Context: an optimization exercise on an open-source flow, tuned for small area, a short achievable clock period and few clock cycles per item. The choices shown serve that exercise and are no tape-out recipe. RTL that was checked went through simulation tests only; none was proved equivalent to the original.

==> inputs of lagoon <==
// cmp_coder
module cmp_coder (
    input  wire        clk,
    input  wire        rst,           
    input  wire        blk_start,
    input  wire [1:0]  blk_order,     
    input  wire        blk_reset,     
    output wire        idle,
    input  wire        in_valid,
    output wire        in_ready,
    input  wire [31:0] in_data,
    input  wire        in_last,
    output wire        out_valid,
    input  wire        out_ready,
    output wire [31:0] out_data,
    output wire        blk_done,
    output wire [31:0] blk_crc,
    output wire [15:0] blk_len,
    output wire [23:0] st_x1,
    output wire [23:0] st_x2,
    output wire [23:0] st_x3,
    output wire [23:0] st_a
);
make LEC_CHECK=0 CAP_MARGIN=20 CORE_MARGIN=2 CORE_UTILIZATION=40 PLACE_DENSITY=0.6 SLEW_MARGIN=20 finish   # period 15.0 ns
run.sh (not shown) runs the stock make flow with config.mk's settings and CLKGATE_MAP_FILE= SYNTH_SCRIPT=/design/flow/synth_recipe.tcl, a recipe that flattens the netlist after the stock synthesis.
==> violet: changes against lagoon <==
--- a/flow/design.v
+++ b/flow/design.v
@@ -64,31 +64,41 @@
         if (rst) in_v <= 1'b0;
         else if (in_ld) in_v <= take;
         if (in_ld) begin
             in_d <= in_data;
             in_l <= in_last;
         end
     end
     reg  [23:0] x1, x2, x3;       
-    reg  [26:0] pp, qq;           
+    reg  [26:0] pp, nq;           
     reg  [31:0] crc;
     wire        is_fill = in_d[6];
     wire        go      = adv && !rep && in_v;      
     wire        step    = go || (adv && rep);
     wire        p_hi = !pp[26] && (pp[25:23] != 3'd0);
     wire        p_lo =  pp[26] && ((pp[25:23] != 3'h7) || (pp[22:0] == 23'd0));
     wire [23:0] p_clamped = p_hi ? 24'h7FFFFF : p_lo ? 24'h800001 : pp[23:0];
     wire [23:0] a   = rep ? x3 : is_fill ? p_clamped : in_d[31:8];
     wire [26:0] sa  = {{3{a[23]}}, a};
     wire [26:0] sx1 = {{3{x1[23]}}, x1};
     wire        o3  = (order == 2'd3);
     wire        o23 = order[1];
-    wire [26:0] p_next = (order[0] ? sa : 27'd0) + (order[1] ? {sa[25:0], 1'b0} : 27'd0) + qq;
-    wire [26:0] q_next = (o3 ? sx1 : 27'd0) - (o23 ? sa : 27'd0) - (o3 ? {sa[25:0], 1'b0} : 27'd0);
+    wire [26:0] pa  = order[0] ? sa : 27'd0;
+    wire [26:0] pb  = order[1] ? {sa[25:0], 1'b0} : 27'd0;
+    wire [26:0] pn  = ~nq;
+    wire [26:0] p_s = pa ^ pb ^ pn;
+    wire [26:0] p_c = (pa & pb) | (pa & pn) | (pb & pn);
+    wire [26:0] p_next = p_s + {p_c[25:0], 1'b1};
+    wire [26:0] na  = o23 ? sa : 27'd0;
+    wire [26:0] nb  = o3 ? {sa[25:0], 1'b0} : 27'd0;
+    wire [26:0] nx  = o3 ? ~sx1 : ~27'd0;
+    wire [26:0] n_s = na ^ nb ^ nx;
+    wire [26:0] n_c = (na & nb) | (na & nx) | (nb & nx);
+    wire [26:0] n_next = n_s + {n_c[25:0], 1'b1};
     wire [27:0] res = {{4{in_d[31]}}, in_d[31:8]} - {pp[26], pp};
     wire [27:0] z   = {res[26:0], 1'b0} ^ {28{res[27]}};    
     function [31:0] crc32c_word;
         input [31:0] c;
         input [31:0] w;
         integer b;
         reg [31:0] t;
         begin
@@ -111,29 +121,33 @@
         end
         if (start_q) crc <= 32'hFFFFFFFF;
         else if (go) crc <= crc32c_word(crc, in_d);
         if (init_q) begin
             x1 <= 24'd0;
             x2 <= 24'd0;
             x3 <= 24'd0;
             pp <= 27'd0;
-            qq <= 27'd0;
+            nq <= 27'd0;
         end else if (step) begin
             x1 <= a;
             x2 <= x1;
             x3 <= x2;
             pp <= p_next;
-            qq <= q_next;
+            nq <= n_next;
         end
     end
     reg  [23:0] acc;              
     reg  [4:0]  k;                
     wire [19:0] zmin     = s1_z[19:0] | {20{s1_sat}};
-    wire [23:0] acc_next = acc + {4'd0, zmin} - {4'd0, acc[23:4]};
+    wire [23:0] a_z  = {4'd0, zmin};
+    wire [23:0] a_d  = {4'hF, ~acc[23:4]};
+    wire [23:0] a_s  = acc ^ a_z ^ a_d;
+    wire [23:0] a_c  = (acc & a_z) | (acc & a_d) | (a_z & a_d);
+    wire [23:0] acc_next = a_s + {a_c[22:0], 1'b1};
     reg  [4:0]  k_next;
     integer i;
     always @(*) begin
         k_next = 5'd0;
         for (i = 0; i < 20; i = i + 1)
             if (acc_next[i + 4]) k_next = i[4:0];
     end
     wire [27:0] zq   = s1_z >> k;
==> impl_results.html <==
<table>
<tr><th>Metric</th><th>Value</th></tr>
<tr><th colspan="2">Die</th></tr>
<tr><td>Starting utilization of the core area</td><td>40.6%</td></tr>
<tr><th colspan="2">Global route</th></tr>
<tr><td>Vias in the first global route</td><td>24.8k</td></tr>
<tr><th colspan="2">STA</th></tr>
<tr><td>Clock skew after layout</td><td>19.4 ps</td></tr>
<tr><th colspan="2">Status</th></tr>
<tr><td>Status</td><td>complete, no violations</td></tr>
<tr><th colspan="2">Clocking</th></tr>
<tr><td>Source-to-sink clock delay at the later pin of the worst-skew pair</td><td>600 ps</td></tr>
<tr><th colspan="2">Logic synthesis</th></tr>
<tr><td>Unique masters post-synth</td><td>78</td></tr>
<tr><th colspan="2">Cells and area</th></tr>
<tr><td>Multi-input logic area</td><td>19,700 um^2</td></tr>
</table>
[end of results for violet]
==> impl_results.html <==
<table>
<tr><th>Metric</th><th>Value</th></tr>
<tr><th colspan="2">STA</th></tr>
<tr><td>Clock skew after layout</td><td>17.4 ps</td></tr>
<tr><td>Highest attainable clock frequency</td><td>0.153 GHz</td></tr>
<tr><th colspan="2">Logic synthesis</th></tr>
<tr><td>Part of the Yosys area used for sequential elements</td><td>33.5%</td></tr>
<tr><td>Largest area contributor in the netlist</td><td>edfxtp_1</td></tr>
<tr><td>Unique masters post-synth</td><td>80</td></tr>
<tr><td>Main area contributors after synthesis</td><td>edfxtp_1, dfxtp_1, xnor2_1</td></tr>
<tr><th colspan="2">Clocking</th></tr>
<tr><td>Num CTS Buffers</td><td>51</td></tr>
<tr><td>Source-to-sink clock delay at the later pin of the worst-skew pair</td><td>610 ps</td></tr>
<tr><th colspan="2">Die</th></tr>
<tr><td>Starting utilization of the core area</td><td>40.3%</td></tr>
<tr><th colspan="2">Status</th></tr>
<tr><td>Status</td><td>complete, no violations</td></tr>
<tr><th colspan="2">Cells and area</th></tr>
<tr><td>Multi-input logic area</td><td>19,300 um^2</td></tr>
<tr><th colspan="2">Global route</th></tr>
<tr><td>Vias in the first global route</td><td>24.1k</td></tr>
<tr><td>Met1 Track Usage GR</td><td>31.0%</td></tr>
</table>
[end of results for lagoon]
Testbench counts of violet, summed over its fixed seeds: cycles 30,277, items 29,834.
No functional check of the RTL was part of lagoon.

afterwards: timing with drivers on the ports:
Ports are ideal in the flow. The routed layouts listed here were re-timed in OpenROAD. Step 1 sets driving cells, clkbuf_16 on the clock port and buf_2 on the other inputs (assumed; they add their load-dependent delay and slew). Step 2 adds t to the input delays and takes it off the output delays; t is the mean of the earliest and latest rising clock arrival at the registers after step 1. Input paths then give back, and output paths get back, about the clock's delay inside the block. Slacks: ideal ports / drivers / drivers and shift; pairs: ideal ports / drivers.
run | t, ns | setup slack, ns | worst hold slack (ns) | worst register clock-pin slew, ns | pins driven straight from the clock port
lagoon | 0.669 | 8.465 / 8.465 / 8.465 | 0.420 / 0.420 / 0.420 | 0.07 / 0.07 | 1
violet | 0.654 | 8.182 / 8.182 / 8.182 | 0.420 / 0.420 / 0.420 | 0.07 / 0.07 | 1
After both steps every run listed still meets setup and hold.
